Context: an optimization exercise on an open-source flow, tuned for small area, a short achievable clock period and few clock cycles per item. The choices shown serve that exercise and are no tape-out recipe. In this exercise RTL edits were held to simulation tests only and were not proved equivalent to the original.

==> design/flow/design.v <==
module cmp_decoder (
    input  wire        clk,
    input  wire        rst,         
    input  wire [1:0]  cfg_fmt,     
    input  wire [1:0]  cfg_type,    
    input  wire        cfg_pred,    
    input  wire [2:0]  cfg_e,       
    input  wire [15:0] cfg_npix,    
    input  wire [15:0] cfg_len,     
    input  wire        in_valid,
    output wire        in_ready,
    input  wire [31:0] in_data,
    output reg         out_valid,
    input  wire        out_ready,
    output reg  [15:0] out_pix,
    output reg         out_last,
    output reg  [31:0] res_crc,     
    output reg         res_err      
);
    localparam [1:0] T_RAW = 2'd1, T_BOUNDED = 2'd3;    
    localparam [31:0] CRC_POLY = 32'h82F6_3B78;         
    reg        busy;         
    reg [1:0]  fmt_r;
    reg [1:0]  type_r;
    reg        pred_r;
    reg [2:0]  e_r;
    reg [18:0] lenbits;      
    reg [14:0] words_left;   
    reg [15:0] pix_left;     
    reg [15:0] idx;          
    reg [95:0] buf_r;        
    reg [6:0]  cnt;          
    reg [19:0] used;         
    reg [15:0] h1;           
    reg [15:0] h2;           
    reg [21:0] a_r [0:3];
    reg [6:0]  n_r [0:3];
    reg [15:0] mprev;
    reg [31:0] crc;
    reg [2:0]  cbits;
    wire [4:0]  b    = (fmt_r == 2'd0) ? 5'd10 : (fmt_r == 2'd1) ? 5'd12 : 5'd16;
    wire [16:0] size = 17'd1 << b;
    wire [15:0] maxv = size[15:0] - 16'd1;
    wire [15:0] half = size[16:1];
    reg [15:0] p;
    always @(*) begin
        if (!pred_r)
            p = (idx >= 16'd1) ? h1 : half;
        else
            p = (idx >= 16'd2) ? h2 : (idx == 16'd1) ? h1 : half;
    end
    reg [1:0] c;
    always @(*) begin
        if (mprev == 16'd0)       c = 2'd0;
        else if (mprev <= 16'd2)  c = 2'd1;
        else if (mprev <= 16'd14) c = 2'd2;
        else                      c = 2'd3;
    end
    wire [21:0] a_c = a_r[c];
    wire [6:0]  n_c = n_r[c];
    reg  [4:0]  k;
    integer kk;
    always @(*) begin
        k = 5'd17;
        for (kk = 17; kk >= 0; kk = kk - 1)
            if (({22'd0, n_c} << kk) >= {7'd0, a_c})
                k = kk[4:0];
    end
    reg [4:0] q;             
    integer qi;
    always @(*) begin
        q = 5'd24;
        for (qi = 23; qi >= 0; qi = qi - 1)
            if (!buf_r[qi])
                q = qi[4:0];
    end
    wire [95:0] after_q = buf_r >> (q + 5'd1);
    wire [95:0] after_e = buf_r >> 24;
    wire [16:0] kmask   = (17'd1 << k) - 17'd1;
    wire [16:0] rbits   = after_q[16:0] & kmask;    
    reg [16:0] m;
    reg [5:0]  dlen;
    always @(*) begin
        if (type_r == T_RAW) begin
            m    = 17'd0;
            dlen = {1'b0, b};
        end else if (q < 5'd24) begin
            m    = ({12'd0, q} << k) | rbits;
            dlen = {1'b0, q} + 6'd1 + {1'b0, k};
        end else begin
            m    = after_e[16:0] & {1'b0, maxv};
            dlen = 6'd24 + {1'b0, b};
        end
    end
    wire signed [17:0] ev = m[0] ? -$signed({2'b00, m[16:1]}) - 18'sd1
                                 :  $signed({2'b00, m[16:1]});
    wire [4:0]  w = {1'b0, e_r, 1'b0} + 5'd1;           
    wire signed [22:0] hb_full = $signed({7'd0, p}) + ev * $signed({1'b0, w});
    wire [15:0] hc_full = p + ev[15:0];
    reg [15:0] hnew;
    always @(*) begin
        if (type_r == T_RAW)
            hnew = buf_r[15:0] & maxv;
        else if (type_r == T_BOUNDED) begin
            if (hb_full < 0)
                hnew = 16'd0;
            else if (hb_full > $signed({7'd0, maxv}))
                hnew = maxv;
            else
                hnew = hb_full[15:0];
        end else
            hnew = hc_full[15:0] & maxv;
    end
    function [31:0] crc_bits;
        input [31:0] cin;
        input [15:0] data;
        input [4:0]  nb;
        integer i;
        reg [31:0] cc;
        begin
            cc = cin;
            for (i = 0; i < 16; i = i + 1)
                if (i < nb)
                    cc = (cc[0] ^ data[i]) ? ((cc >> 1) ^ CRC_POLY) : (cc >> 1);
            crc_bits = cc;
        end
    endfunction
    wire [31:0] crc_new = crc_bits(crc, hnew, b);
    wire [2:0]  cb_new  = cbits + b[2:0];
    wire [2:0]  pad     = 3'd0 - cb_new;
    wire [31:0] crc_fin = crc_bits(crc_new, 16'd0, {2'b00, pad}) ^ 32'hFFFF_FFFF;
    wire slot_free = !out_valid || out_ready;
    wire decode = busy && (pix_left != 16'd0) && slot_free
                  && ((cnt >= 7'd40) || (words_left == 15'd0));
    assign in_ready = !busy || ((words_left != 15'd0) && ((cnt <= 7'd64) || (pix_left == 16'd0)));
    wire accept = in_valid && in_ready;
    wire [95:0] buf1 = decode ? (buf_r >> dlen) : buf_r;
    wire [6:0]  cnt1 = decode ? ((cnt > {1'b0, dlen}) ? cnt - {1'b0, dlen} : 7'd0) : cnt;
    wire [19:0] used_new = used + {14'd0, dlen};
    wire [16:0] nwords = ({1'b0, cfg_len} + 17'd3) >> 2;
    integer j;
    always @(posedge clk) begin
        if (rst) begin
            busy      <= 1'b0;
            out_valid <= 1'b0;
            out_last  <= 1'b0;
            words_left <= 15'd0;
            pix_left  <= 16'd0;
            cnt       <= 7'd0;
            buf_r     <= 96'd0;
        end else begin
            if (out_valid && out_ready)
                out_valid <= 1'b0;
            buf_r <= buf1;
            cnt   <= cnt1;
            if (decode) begin
                out_valid <= 1'b1;
                out_pix   <= hnew;
                out_last  <= (pix_left == 16'd1);
                if (pix_left == 16'd1) begin
                    res_crc <= crc_fin;
                    res_err <= (used_new > {1'b0, lenbits});
                end
                pix_left <= pix_left - 16'd1;
                idx      <= idx + 16'd1;
                used     <= used_new;
                h2       <= h1;
                h1       <= hnew;
                mprev    <= m[15:0];
                crc      <= crc_new;
                cbits    <= cb_new;
                if (type_r != T_RAW) begin
                    if (n_c == 7'd63) begin
                        a_r[c] <= (a_c + {5'd0, m}) >> 1;
                        n_r[c] <= 7'd32;
                    end else begin
                        a_r[c] <= a_c + {5'd0, m};
                        n_r[c] <= n_c + 7'd1;
                    end
                end
            end
            if (busy && (words_left == 15'd0) && (pix_left == 16'd0))
                busy <= 1'b0;
            if (accept) begin
                if (!busy) begin
                    busy       <= 1'b1;
                    fmt_r      <= cfg_fmt;
                    type_r     <= cfg_type;
                    pred_r     <= cfg_pred;
                    e_r        <= cfg_e;
                    lenbits    <= {cfg_len, 3'b000};
                    words_left <= nwords[14:0] - 15'd1;
                    pix_left   <= cfg_npix;
                    idx        <= 16'd0;
                    used       <= 20'd0;
                    mprev      <= 16'd0;
                    crc        <= 32'hFFFF_FFFF;
                    cbits      <= 3'd0;
                    buf_r      <= {64'd0, in_data};
                    cnt        <= 7'd32;
                    for (j = 0; j < 4; j = j + 1) begin
                        a_r[j] <= 22'd4;
                        n_r[j] <= 7'd1;
                    end
                end else begin
                    words_left <= words_left - 15'd1;
                    if (pix_left != 16'd0) begin
                        buf_r <= buf1 | ({64'd0, in_data} << cnt1);
                        cnt   <= cnt1 + 7'd32;
                    end
                end
            end
        end
    end
endmodule
==> design/flow/run.sh <==
#!/bin/bash
# synth_recipe.tcl (not shown) runs the flow's synth.tcl, then flattens the netlist and writes it again
# the make line also repeats each setting of config.mk as NAME=value (left out here)
make -C /OpenROAD-flow-scripts/flow DESIGN_CONFIG=/design/flow/config.mk WORK_HOME=/design/flow/orfs CLKGATE_MAP_FILE= SYNTH_SCRIPT=/design/flow/synth_recipe.tcl finish
==> design/flow/config.mk <==
export PLATFORM = sky130hd
export DESIGN_NAME = cmp_decoder
export DESIGN_NICKNAME = cmp_decoder
export VERILOG_FILES = /design/flow/design.v
export SDC_FILE = /design/flow/constraint.sdc
export NUM_CORES = 4
export LEC_CHECK = 0
export CAP_MARGIN = 20
export CORE_MARGIN = 2
export CORE_UTILIZATION = 40
export SLEW_MARGIN = 20
==> design/flow/constraint.sdc <==
create_clock -name core_clock -period 24.0 [get_ports {clk}]
set_input_delay 4.8000 -clock core_clock [delete_from_list [all_inputs] [get_ports {clk}]]
set_output_delay 4.8000 -clock core_clock [all_outputs]
set_load 0.01 [all_outputs]
==> out/results.ini <==
[synthesis]
synthArstFlopShare=0
synth_compound_area_frac=0.2310
yosysTopAreaCell=edfxtp_1
synth_edf_count=204
synth-main-ff-cell=dfxtp_1
synthSimpleGateAreaFrac=0.1812
synth_most_common_cell=nand2_1
ys_seq_area_frac=0.2288
synth_common_cells=nand2_1 (622), mux2i_1 (556), nor2_1 (528), a21oi_1 (376), o21ai_0 (285)
synth_mux_area_frac=0.1321
syn_area_per_cell_sq_um=8.103
syn_area_sq_um=46370
synth_cell_type_count=128
synth_xor_area_frac=0.07938
synth_adder_area_share=0.09147
ys_warn_count=1
yosys-top-cells-area=edfxtp_1 (13%), mux2i_1 (12%), dfxtp_1 (9.7%)
synth_top_family_by_area=compound AO/OA/AOI/OAI gates
yosys.area.top_type_share=0.1321
syn_inst=5723
synth-seq-cells=428

[critical_path]
cp-startpoint=mprev[11]$_DFFE_PN_
required_ns=24.40
cpPeakStageDelay_ns=0.83
cp_max_fo=15
endpoint_kind=flip-flop
slowest_stage=nor3_2
critPathArrivalTime_ns=20.89
crit_path_start_kind=flip-flop
cpMostUsedCell=a21oi_1
rr_startpoint=mprev[11]$_DFFE_PN_
critPathKind=flip-flop to flip-flop

[clocking]
postCtsHoldBufs=0
cts_buffers=54
cts.clk_slew.worst_paths_ns=0.06
post-cts-setup-buffers=0
cts_tree=done
cts_resized=0
cts_buffer_depth=3
cts_max_level=2
worst_skew_pair.late_latency_ns=0.71
root_buffer=clkbuf_16
clock-sinks=428

[cells_and_area]
final_net_count=6003
synthToLayoutAreaGrowth_pct=9.570
antenna_cells=0
drive_above_1_share=0.06861
fin_area_sq_um=50810

[drt]
drc=0
route.vias.total=44350
wl_met3_um=13660
drt_wl_total_um=171200
post_drt_wl_per_cell_um=23.83
wl_met1_um=75870
antenna_left=0
drt_iter0_markers=4931
top_layer=met5
firstDrtPassIters=10
wl_met2_um=74920
vias_per_cell=6.175

[sta]
tightestPinTransition_ns=1.137
setup_viol=0
report.final.slew_viol_count=0
hold_violations=0
skew_ns=0.08169
fmax_mhz=48.80
maxSlewHeadroom=0.2403
rsz0062_at_grt=false
min_period_ns=20.49
min_period_over_period=0.8537
setup_tns_ns=0

[run_status]
status=no timing/DRC/antenna violations

[worst_hold_path]
min-delay-start=n_r[0][2]$_SDFFE_PP0P_
hold_class=flip-flop to flip-flop

[floorplanning]
io_pins=128
start_util=0.4044
rows=124
core_area_sq_um=114700
die_h_um=344.5
dieArea_sq_um=118700
die_w_um=344.5

[placement]
hpwl_um=131200
io_buffers=127
dpl-instance-area_sq_um=48900
gp_congestion=0.9952

[grt]
grt_max_degree=123
grt.overflow.total=0
grt_pass1_wl_um=257900
antenna_found_initial=1
grt_pass1_vias=41480
grtUsageTotal=0.2788

[run]
drv_cap=0

## registers in the layout (all words and copies together) (netlist names), 3 cells and up
name        flops
a_r            88
buf_r          96
cnt             7
crc            32
e_r             3
h2             16
idx            16
lenbits        16
mprev          16
n_r            28
out_pix        16
pix_left       16
res_crc        32
used           20
words_left     15
## path summary, 6_finish.rpt
path,endpoint,slack [ns],cells past startpoint
worst max-delay path,res_crc[7]$_DFFE_PP_,3.51,62
worst min-delay path,n_r[0][2]$_SDFFE_PP0P_,0.46,2
worst max register to register,res_crc[7]$_DFFE_PP_,3.51,62
worst min register to register,n_r[0][2]$_SDFFE_PP0P_,0.46,2
## logic make-up (layout without fill, tap and decap cells)
kind of cell               after synthesis  count (layout)
xor gates and xnor gates               356             356
buffers and inverters                  660             598
DFF                                    428             428
and+or+nand+nor                       1808            1808
muxes                                  590             590
AOI/OAI and AO/OA                     1570            1570
other                                    2              11
adders and majority gates              309             309
## stage by stage
stage	cells	worst slack [ns]	hold WS [ns]	util
final	7182	3.510	0.4575	0.4432
after global routing	7182	2.153	0.5023	0.4432
after CTS	7180	3.758	0.4626	0.4430
after detailed placement	7078	3.813	0.4544	0.4265
after global placement	7078	4.074	0.4452	0.4265
after floorplan	5732	6.704	0.4353	-
## routing by layer
layer  vias up  GRT usage
met3       349    0.04095
li1      20800          -
met5         -          0
met1     21300     0.3937
met2      1900     0.4290
met4         2     0.1030
## final cells by class
type / instances / area, sq um
Inverter: 271 / 1035
Timing Repair Buffer: 225 / 2016
Tap cell: 1512 / 1892
Sequential cell: 428 / 10610
Multi-Input combinational cell: 4644 / 33370
Clock buffer: 73 / 1577
Fill cell: 11520 / 63850
Clock inverter: 29 / 315.3
## critical path: cells and delay by family (launching register included)
kind            cells  cell delay, ns
compound gates     24            6.36
flops               1            0.41
buf+inv             7            1.39
fa+ha+maj           8            3.26
simple gates       13            5.42
mux                 2            0.45
xor+xnor            8            2.90
## cells in the final DEF (no fill, tap or decap), types with 19 or more instances in the layout
| cell type | synthesis | routed |
|---|---|---|
| a222oi_1 | 30 | 30 |
| mux2i_1 | 556 | 556 |
| xnor3_1 | 33 | 33 |
| edfxtp_1 | 204 | 204 |
| a31oi_1 | 45 | 43 |
| nor2_1 | 528 | 525 |
| a22o_1 | 23 | 23 |
| clkdlybuf4s50_1 | 0 | 126 |
| xnor2_1 | 204 | 203 |
| a221oi_1 | 50 | 50 |
| nor4_1 | 22 | 22 |
| o21ai_1 | 21 | 19 |
| buf_4 | 5 | 95 |
| a211o_1 | 24 | 24 |
| nor2b_1 | 60 | 59 |
| o221a_2 | 25 | 25 |
| nand2_1 | 622 | 620 |
| o21ai_0 | 285 | 282 |
| o21a_1 | 38 | 38 |
| nand4_1 | 39 | 39 |
| a211oi_1 | 197 | 197 |
| a21oi_1 | 376 | 373 |
| nand3_1 | 150 | 148 |
| clkbuf_16 | 0 | 57 |
| or2_2 | 20 | 20 |
| o21bai_1 | 29 | 29 |
| and3_1 | 86 | 86 |
| nand2b_1 | 39 | 38 |
| or3_1 | 30 | 30 |
| a22oi_1 | 25 | 25 |
| o211ai_1 | 70 | 70 |
| dfxtp_1 | 224 | 224 |
| o22ai_1 | 45 | 45 |
| xor2_1 | 111 | 110 |
| a21o_1 | 70 | 70 |
| nor3_1 | 88 | 84 |
| and2_1 | 46 | 46 |
| inv_1 | 260 | 258 |
| ha_1 | 251 | 250 |
| fa_1 | 52 | 52 |
Testbench counts, summed over its fixed seeds: cycles 139,215, pixels 137,713.

[what the ideal ports hide]
No port has a modelled driver above. Below, the same layout with a new extraction and two added sets of constraints.
Step 1: set_driving_cell puts a clkbuf_16 on clk and a buf_2 on each other input, an assumption about the parent block.
Step 2 adds t to the input delays and takes it off the output delays; t is the mean of the earliest and latest rising clock arrival at the registers after step 1. Input paths then give back, and output paths get back, about the clock's delay inside the block.
Slacks: no drivers / after step 1 / after step 2; pairs: no drivers / after step 1.
t, ns: 0.745
slack for setup (ns): 3.510 / 3.510 / 3.510
worst setup path after step 2: register to register
After both steps setup and hold are still met in this run. For this run, drivers alone change the setup slack by 0.000 ns; drivers and shift together by 0.000 ns.
